Background: an optimization exercise with open tools, aiming at small area, a short achievable clock period and few clock cycles per item. Do not read the settings as production practice.

==> wip/quartz <==
==> flow/design.v (excerpt) <==
module prl_tag_engine (
    input  wire         clk,
    input  wire         rst,           
    input  wire         cmd_valid,
    output wire         cmd_ready,
    input  wire [1:0]   cmd_op,        
    input  wire [1:0]   cmd_ksel,      
    input  wire [255:0] cmd_key,       
    input  wire [47:0]  cmd_frame,     
    input  wire [4:0]   cmd_pair,
    input  wire [7:0]   cmd_place,
    input  wire [7:0]   cmd_where,
    input  wire [3:0]   cmd_elem,
    input  wire [11:0]  cmd_obj,
    input  wire [2:0]   cmd_kind,
    input  wire [7:0]   cmd_state,
    output wire         tag_valid,
    input  wire         tag_ready,
    output wire [63:0]  tag,
    output wire         key_a_present,
    output wire         key_b_present
);
clock: 8.0 ns
lec_check: 0
cap_margin: 20
core_margin: 2
core_utilization: 25
cts_cluster_diameter: 100
cts_cluster_size: 20
place_density: 0.45
setup_slack_margin: 4.8
slew_margin: 20
standard.sh (not shown) runs the stock make flow with config.mk's settings and CLKGATE_MAP_FILE= SYNTH_SCRIPT=/design/flow/synth_recipe.tcl, a recipe that flattens the netlist after the stock synthesis.
==> flow/flow/run.sh <==
#!/bin/bash
set -euo pipefail
bash standard.sh "BUFFER_PORTS_ARGS=-buffer_cell sky130_fd_sc_hd__buf_1" finish > flow_make.log 2>&1
==> wip/indigo (differences from wip/quartz) <==
--- a/flow/design.v
+++ b/flow/design.v
@@ -238,18 +238,18 @@
     wire [31:0] w3  = last[31:0];
     wire [31:0] rot = rot_step ? {w3[23:0], w3[31:24]} : w3;
     aes_sbox_a u_s0 (.a(rot[31:24]), .m(mid[59:45]));
     aes_sbox_a u_s1 (.a(rot[23:16]), .m(mid[44:30]));
     aes_sbox_a u_s2 (.a(rot[15:8]),  .m(mid[29:15]));
     aes_sbox_a u_s3 (.a(rot[7:0]),   .m(mid[14:0]));
-    wire [31:0] rc  = rot_step ? {rcon, 24'h000000} : 32'h00000000;
-    wire [31:0] w0  = prev[127:96];
-    wire [31:0] w01 = w0 ^ prev[95:64];
-    wire [31:0] w02 = w01 ^ prev[63:32];
-    wire [31:0] w03 = w01 ^ (prev[63:32] ^ prev[31:0]);
-    assign p = {w0 ^ rc, w01 ^ rc, w02 ^ rc, w03 ^ rc};
+    wire [31:0] rc = rot_step ? {rcon, 24'h000000} : 32'h00000000;
+    wire [31:0] p0 = prev[127:96] ^ rc;
+    wire [31:0] p1 = prev[95:64]  ^ p0;
+    wire [31:0] p2 = prev[63:32]  ^ p1;
+    wire [31:0] p3 = prev[31:0]   ^ p2;
+    assign p = {p0, p1, p2, p3};
 endmodule
 module aes256_key_step_b (
     input  wire [127:0] p,
     input  wire [59:0]  mid,
     input  wire         load,
     input  wire         gate,
@@ -287,14 +287,14 @@
     output wire         key_a_present,
     output wire         key_b_present
 );
     localparam [1:0] OP_TAG   = 2'd0;
     localparam [1:0] OP_LOAD  = 2'd1;
     localparam [1:0] OP_CLEAR = 2'd2;
-    localparam integer RUN = 10, PL = 9, SB = 8, OK = 7, PK = 6;
-    localparam integer CW = 11;
+    localparam integer RUN = 11, LP = 10, PL = 9, SB = 8, OK = 7, PK = 6;
+    localparam integer CW = 12;
     reg [255:0] key_a, key_b;
     reg [127:0] l_a, l_b;
     reg         key_a_ok, key_b_ok;
     reg         crdy;          
     reg [1:0]   op_q;          
     reg [1:0]   ksel_q;
@@ -304,38 +304,45 @@
     reg [239:0] mid_a, mid_b;
     reg [127:0] krk_a, krk_b;
     reg [127:0] kp_a, kp_b;
     reg [59:0]  kmid_a, kmid_b;
     reg         ld;            
     reg         sel;           
-    reg         lpend;         
-    reg         lpb;
-    reg         lst;           
     reg         dl;            
-    reg         park_in;       
-    reg         park_on;       
-    reg [7:0]   rcon;          
     reg [62:0]  t_q;           
-    reg [62:0]  t_r;           
     reg         t_v;
     reg [2:0]   nsq;           
     reg [2:0]   hsq;           
     wire fire    = crdy && cmd_valid;
     wire do_tag  = fire && op_q == OP_TAG;
     wire do_load = fire && op_q == OP_LOAD && !ksel_q[1];
-    wire key_wr  = crdy && op_q == OP_LOAD && !ksel_q[1];
     wire do_clr  = fire && op_q == OP_CLEAR;
     wire m_last  = c_b2[RUN] && c_b2[2:0] == 3'd7;
     wire l_wr    = m_last &&  c_b2[PL];
     wire pop     = t_v && tag_ready;
     function has_tag;
         input [CW-1:0] c;
         has_tag = (c[RUN] && c[2:0] == 3'd7 && !c[PL]) || c[PK];
     endfunction
+    wire park_in  = has_tag(c_b2) && !c_b2[PK] && !dl;    
+    wire park_on  = c_b2[PK] && !dl;                      
     wire [239:0] mid_a_n;
     aes_round_a u_ra1 (.state_in(st_a), .mid(mid_a_n));
+    reg [7:0] rcon;
+    always @(*) begin
+        case (c_a1[2:0])
+            3'd1:    rcon = 8'h01;
+            3'd2:    rcon = 8'h02;
+            3'd3:    rcon = 8'h04;
+            3'd4:    rcon = 8'h08;
+            3'd5:    rcon = 8'h10;
+            3'd6:    rcon = 8'h20;
+            3'd7:    rcon = 8'h40;
+            default: rcon = 8'h00;
+        endcase
+    end
     wire [127:0] kp_a_n;
     wire [59:0]  kmid_a_n;
     aes256_key_step_a u_ka1 (
         .prev     (kst_a[255:128]),
         .last     (kst_a[127:0]),
         .rot_step (1'b1),
@@ -375,13 +382,13 @@
     wire [255:0] slot_key = sel ? key_b : key_a;
     wire [127:0] slot_l   = sel ? l_b : l_a;
     wire [127:0] cmd_msg = {cmd_frame, 3'b000, cmd_pair, cmd_place, cmd_where,
                             4'h0, cmd_elem, 4'h0, cmd_obj, 5'b00000, cmd_kind,
                             cmd_state, 16'h0000};
     wire [127:0] k1       = {slot_l[126:0], 1'b0} ^ (slot_l[127] ? 128'h87 : 128'h0);
-    wire [127:0] msg_k1   = (cmd_msg ^ k1) & {128{ld && !lst}};
+    wire [127:0] msg_k1   = (cmd_msg ^ k1) & {128{ld && !c_b2[LP]}};
     wire [127:0] kst_hi_n = ld ? slot_key[255:128] : krk_b;
     wire [127:0] st_a_n, sub_b;
     aes_round_b u_rb2 (
         .mid       (mid_b),
         .add_in    (kst_hi_n ^ msg_k1),
         .keep      (!ld),
@@ -392,121 +399,91 @@
     wire [127:0] rk_a_n;
     aes256_key_step_b u_kb2 (
         .p        (kp_b),
         .mid      (kmid_b),
         .load     (ld || park_in),
         .gate     (ld || park_in || park_on),
-        .load_val ({park_in ? fin[127:66] : slot_key[127:66], slot_key[65:0]}),
+        .load_val (park_in ? fin : slot_key[127:0]),
         .next     (rk_a_n)
     );
     wire slot_ok = !ksel_q[1] && (ksel_q[0] ? key_b_ok : key_a_ok);
     reg [CW-1:0] c_a1_n;
     always @(*) begin
-        if (lst)
-            c_a1_n = {1'b1, 1'b1, lpb, 1'b0, 1'b0, 3'd0, 3'd1};
+        if (c_b2[LP])
+            c_a1_n = {1'b1, 1'b0, 1'b1, c_b2[SB], 1'b0, 1'b0, 3'd0, 3'd1};
         else if (do_tag)
-            c_a1_n = {1'b1, 1'b0, ksel_q[0], slot_ok, 1'b0, nsq, 3'd1};
+            c_a1_n = {1'b1, 1'b0, 1'b0, ksel_q[0], slot_ok, 1'b0, nsq, 3'd1};
+        else if (do_load)
+            c_a1_n = {1'b0, 1'b1, 1'b0, ksel_q[0], 1'b0, 1'b0, 3'd0, 3'd0};
         else if (has_tag(c_b2) && !dl)
-            c_a1_n = {1'b0, 1'b0, c_b2[SB], c_b2[OK], 1'b1, c_b2[5:3], 3'd0};
+            c_a1_n = {1'b0, 1'b0, 1'b0, c_b2[SB], c_b2[OK], 1'b1, c_b2[5:3], 3'd0};
         else if (c_b2[RUN] && !m_last)
             c_a1_n = {c_b2[CW-1:3], c_b2[2:0] + 3'd1};
         else
             c_a1_n = {CW{1'b0}};
     end
     wire       t_v_n = dl || (t_v && !tag_ready);
     wire [2:0] hsq_n = hsq + {2'b00, dl};
     wire dl_n   = has_tag(c_b1) && c_b1[5:3] == hsq_n && !t_v_n;
-    wire park_in_n = has_tag(c_b1) && !c_b1[PK] && !dl_n;
-    wire park_on_n = c_b1[PK] && !dl_n;
-    reg [7:0] rcon_n;
-    always @(*) begin
-        case (c_a1_n[2:0])
-            3'd1:    rcon_n = 8'h01;
-            3'd2:    rcon_n = 8'h02;
-            3'd3:    rcon_n = 8'h04;
-            3'd4:    rcon_n = 8'h08;
-            3'd5:    rcon_n = 8'h10;
-            3'd6:    rcon_n = 8'h20;
-            3'd7:    rcon_n = 8'h40;
-            default: rcon_n = 8'h00;
-        endcase
-    end
-    wire free_n  = (!c_b1[RUN] && !c_b1[PK]) || dl_n;
-    wire ld_n    = free_n;
-    wire lpend_n = (lpend && !lst) || do_load;
-    wire lpb_n   = do_load ? ksel_q[0] : lpb;
-    wire lst_n   = lpend_n && free_n;
+    wire free_n = (!c_b1[RUN] && !c_b1[LP] && !c_b1[PK]) || dl_n;
+    wire ld_n   = free_n || c_b1[LP];
     function lbusy;
         input [CW-1:0] c;
         input       s;
-        lbusy = c[RUN] && c[PL] && c[SB] == s;
+        lbusy = (c[LP] || (c[RUN] && c[PL])) && c[SB] == s;
     endfunction
-    wire lbusy_a = (lpend_n && !lpb_n) ||
-                   lbusy(c_a1_n, 1'b0) || lbusy(c_a1, 1'b0) ||
+    wire lbusy_a = lbusy(c_a1_n, 1'b0) || lbusy(c_a1, 1'b0) ||
                    lbusy(c_a2, 1'b0)   || lbusy(c_b1, 1'b0);
-    wire lbusy_b = (lpend_n && lpb_n) ||
-                   lbusy(c_a1_n, 1'b1) || lbusy(c_a1, 1'b1) ||
+    wire lbusy_b = lbusy(c_a1_n, 1'b1) || lbusy(c_a1, 1'b1) ||
                    lbusy(c_a2, 1'b1)   || lbusy(c_b1, 1'b1);
     wire lconf   = (cmd_op == OP_TAG && !cmd_ksel[1] && (cmd_ksel[0] ? lbusy_b : lbusy_a)) ||
                    (cmd_op == OP_LOAD && (lbusy_a || lbusy_b));
     wire [61:0] mac = c_b2[PK] ? kp_b[127:66] : fin[127:66];
     wire [62:0] tin = {c_b2[OK] & c_b2[SB], mac & {62{c_b2[OK]}}};
     always @(posedge clk) begin
         op_q   <= cmd_op;
         ksel_q <= cmd_ksel;
-        sel    <= lst_n ? lpb_n : cmd_ksel[0];
-        lpb    <= lpb_n;
+        sel    <= c_b1[LP] ? c_b1[SB] : cmd_ksel[0];
         mid_a  <= mid_a_n;
         krk_a  <= kst_a[127:0];
         kp_a   <= kp_a_n;
         kmid_a <= kmid_a_n;
         st_b   <= st_b_n;
         kst_b  <= {krk_a, rk_b_n};
         mid_b  <= mid_b_n;
         krk_b  <= kst_b[127:0];
-        kp_b   <= {kp_b_n[127:96], c_b1[PK] ? kst_b[223:194] : kp_b_n[95:66], kp_b_n[65:0]};
+        kp_b   <= c_b1[PK] ? kst_b[255:128] : kp_b_n;
         kmid_b <= kmid_b_n;
         st_a   <= st_a_n;
         kst_a  <= {kst_hi_n, rk_a_n};
-        if (key_wr && !ksel_q[0]) key_a <= cmd_key;
-        if (key_wr &&  ksel_q[0]) key_b <= cmd_key;
+        if (do_load && !ksel_q[0]) key_a <= cmd_key;
+        if (do_load &&  ksel_q[0]) key_b <= cmd_key;
         if (l_wr && !c_b2[SB]) l_a <= fin;
         if (l_wr &&  c_b2[SB]) l_b <= fin;
-        t_q <= dl ? tin : t_r;
-        t_r <= dl ? tin : t_q;
+        if (dl) t_q <= tin;
         if (rst) begin
             crdy     <= 1'b0;
             key_a_ok <= 1'b0;
             key_b_ok <= 1'b0;
             c_a1     <= {CW{1'b0}};
             c_a2     <= {CW{1'b0}};
             c_b1     <= {CW{1'b0}};
             c_b2     <= {CW{1'b0}};
             ld       <= 1'b1;
-            lpend    <= 1'b0;
-            lst      <= 1'b0;
             dl       <= 1'b0;
-            park_in  <= 1'b0;
-            park_on  <= 1'b0;
-            rcon     <= 8'h00;
             t_v      <= 1'b0;
             nsq      <= 3'd0;
             hsq      <= 3'd0;
         end else begin
-            crdy  <= cmd_valid && !fire && free_n && !lst_n && !lconf;
-            lpend <= lpend_n;
-            lst   <= lst_n;
+            crdy  <= cmd_valid && !fire && free_n && !lconf;
             c_a1  <= c_a1_n;
             c_a2  <= c_a1;
             c_b1  <= c_a2;
             c_b2  <= c_b1;
             ld    <= ld_n;
             dl    <= dl_n;
-            park_in <= park_in_n;
-            park_on <= park_on_n;
-            rcon  <= rcon_n;
             t_v   <= t_v_n;
             hsq   <= hsq_n;
             if (do_tag) nsq <= nsq + 3'd1;
             if (do_load && !ksel_q[0]) key_a_ok <= 1'b1;
             if (do_load &&  ksel_q[0]) key_b_ok <= 1'b1;
             if (do_clr) begin
==> flow/run.sh (new file) <==
#!/bin/bash
# synth_recipe.tcl (not shown) runs the flow's synth.tcl, then flattens the netlist and writes it again
# the make line also repeats each setting of config.mk as NAME=value (left out here)
make -C /OpenROAD-flow-scripts/flow DESIGN_CONFIG=/design/flow/config.mk WORK_HOME=/design/flow/orfs CLKGATE_MAP_FILE= SYNTH_SCRIPT=/design/flow/synth_recipe.tcl finish
- ABC_AREA: not set -> 1
- SETUP_SLACK_MARGIN: 4.8 -> 4.7
removed: flow/flow/run.sh
removed: flow/standard.sh
==> wip/fjord (differences from wip/quartz) <==
--- a/flow/design.v
+++ b/flow/design.v
@@ -308,15 +308,12 @@
     reg         ld;            
     reg         sel;           
     reg         lpend;         
     reg         lpb;
     reg         lst;           
     reg         dl;            
-    reg         park_in;       
-    reg         park_on;       
-    reg [7:0]   rcon;          
     reg [62:0]  t_q;           
     reg [62:0]  t_r;           
     reg         t_v;
     reg [2:0]   nsq;           
     reg [2:0]   hsq;           
     wire fire    = crdy && cmd_valid;
@@ -328,14 +325,29 @@
     wire l_wr    = m_last &&  c_b2[PL];
     wire pop     = t_v && tag_ready;
     function has_tag;
         input [CW-1:0] c;
         has_tag = (c[RUN] && c[2:0] == 3'd7 && !c[PL]) || c[PK];
     endfunction
+    wire park_in  = has_tag(c_b2) && !c_b2[PK] && !dl;    
+    wire park_on  = c_b2[PK] && !dl;                      
     wire [239:0] mid_a_n;
     aes_round_a u_ra1 (.state_in(st_a), .mid(mid_a_n));
+    reg [7:0] rcon;
+    always @(*) begin
+        case (c_a1[2:0])
+            3'd1:    rcon = 8'h01;
+            3'd2:    rcon = 8'h02;
+            3'd3:    rcon = 8'h04;
+            3'd4:    rcon = 8'h08;
+            3'd5:    rcon = 8'h10;
+            3'd6:    rcon = 8'h20;
+            3'd7:    rcon = 8'h40;
+            default: rcon = 8'h00;
+        endcase
+    end
     wire [127:0] kp_a_n;
     wire [59:0]  kmid_a_n;
     aes256_key_step_a u_ka1 (
         .prev     (kst_a[255:128]),
         .last     (kst_a[127:0]),
         .rot_step (1'b1),
@@ -412,27 +424,12 @@
         else
             c_a1_n = {CW{1'b0}};
     end
     wire       t_v_n = dl || (t_v && !tag_ready);
     wire [2:0] hsq_n = hsq + {2'b00, dl};
     wire dl_n   = has_tag(c_b1) && c_b1[5:3] == hsq_n && !t_v_n;
-    wire park_in_n = has_tag(c_b1) && !c_b1[PK] && !dl_n;
-    wire park_on_n = c_b1[PK] && !dl_n;
-    reg [7:0] rcon_n;
-    always @(*) begin
-        case (c_a1_n[2:0])
-            3'd1:    rcon_n = 8'h01;
-            3'd2:    rcon_n = 8'h02;
-            3'd3:    rcon_n = 8'h04;
-            3'd4:    rcon_n = 8'h08;
-            3'd5:    rcon_n = 8'h10;
-            3'd6:    rcon_n = 8'h20;
-            3'd7:    rcon_n = 8'h40;
-            default: rcon_n = 8'h00;
-        endcase
-    end
     wire free_n  = (!c_b1[RUN] && !c_b1[PK]) || dl_n;
     wire ld_n    = free_n;
     wire lpend_n = (lpend && !lst) || do_load;
     wire lpb_n   = do_load ? ksel_q[0] : lpb;
     wire lst_n   = lpend_n && free_n;
     function lbusy;
@@ -482,15 +479,12 @@
             c_b1     <= {CW{1'b0}};
             c_b2     <= {CW{1'b0}};
             ld       <= 1'b1;
             lpend    <= 1'b0;
             lst      <= 1'b0;
             dl       <= 1'b0;
-            park_in  <= 1'b0;
-            park_on  <= 1'b0;
-            rcon     <= 8'h00;
             t_v      <= 1'b0;
             nsq      <= 3'd0;
             hsq      <= 3'd0;
         end else begin
             crdy  <= cmd_valid && !fire && free_n && !lst_n && !lconf;
             lpend <= lpend_n;
@@ -498,15 +492,12 @@
             c_a1  <= c_a1_n;
             c_a2  <= c_a1;
             c_b1  <= c_a2;
             c_b2  <= c_b1;
             ld    <= ld_n;
             dl    <= dl_n;
-            park_in <= park_in_n;
-            park_on <= park_on_n;
-            rcon  <= rcon_n;
             t_v   <= t_v_n;
             hsq   <= hsq_n;
             if (do_tag) nsq <= nsq + 3'd1;
             if (do_load && !ksel_q[0]) key_a_ok <= 1'b1;
             if (do_load &&  ksel_q[0]) key_b_ok <= 1'b1;
             if (do_clr) begin
==> flow/flow/run.sh (replaced) <==
#!/bin/bash
set -euo pipefail
bash standard.sh "BUFFER_PORTS_ARGS=-buffer_cell sky130_fd_sc_hd__buf_1" "RECOVER_POWER=100" finish > flow_make.log 2>&1
==> summary.txt <==
Final layout
  – Fin area: 170,000 um2
  – Area occupied by multi-input gates: 82,700 um2

Job
  – Maxcap violations: 41

STA
  – Fin. max-slew vios: 600
  – Peak Freq: approximately 180 MHz
  – Setup ws final: between 2 and 2.5 ns

Status
  – Blocking Checks: capacitance limit, slew limit
  – Outcome: complete, but fails checks

Worst setup path
  – Crit path capture: st_a[127]
  – WP buf/inv: 2

Die
  – Row Count: 281

Worst hold path
  – WHS Endpoint: krk_b[67]
# the run above: wip/fjord

==> summary.txt <==
Status
  – Outcome: complete, no violations

STA
  – Setup ws final: between 4 and 5 ns
  – Fin. max-slew vios: 0
  – Peak Freq: approximately 300 MHz

Die
  – Row Count: 287

Worst setup path
  – Crit path capture: st_a[17]
  – WP buf/inv: 3

Synth
  – Synthesized area per cell: between 9 and 10 um2

Final layout
  – Fin area: 183,000 um2
  – Area occupied by multi-input gates: about 94,000 um2

Job
  – Maxcap violations: 0

Worst hold path
  – WHS Endpoint: krk_a[112]
# the run above: wip/quartz

==> summary.txt <==
STA
  – Fin. max-slew vios: 0
  – Peak Freq: around 280 MHz
  – Setup ws final: 4.43 ns

Worst setup path
  – Crit path capture: tag[24]

Status
  – Outcome: complete, no violations

Final layout
  – Fin area: approximately 190,000 um2
  – Area occupied by multi-input gates: between 90,000 and 100,000 um2

Synth
  – Synth top area share: 0.234
# the run above: wip/indigo

No run of this note included a check of the RTL's function; only the layout flow was run.

-- afterwards: timing with drivers on the ports --
No port has a modelled driver above. Below, the same layouts with a new extraction and two added sets of constraints. Step 1 assumes that a clkbuf_16 drives the clock port and a buf_2 every other input. Step 2, shift: input delay + t, output delay - t, t = (earliest + latest rising clock arrival at the registers) / 2. This alone moves slack from input paths to output paths. Three values: ideal ports, drivers, drivers and shift; two values: the first two.
| run | t (ns) | slack for setup (ns) | latest minus earliest clock arrival (ns) | worst slew at a driven data input, ns | cell pins on the clock port's net |
|---|---|---|---|---|---|
| wip/quartz | 1.062 | 4.726 / 4.706 / 4.134 | 0.095 / 0.095 | 0.25 | 1 |
| wip/indigo | 1.119 | 4.427 / 4.291 / 3.705 | 0.110 / 0.109 | 0.52 | 1 |
| wip/fjord | 1.088 | 2.454 / 2.454 / 2.454 | 0.106 / 0.106 | 0.13 | 1 |
For wip/indigo, which loses most, drivers alone change the setup slack by -0.136 ns; drivers and shift together by -0.722 ns.
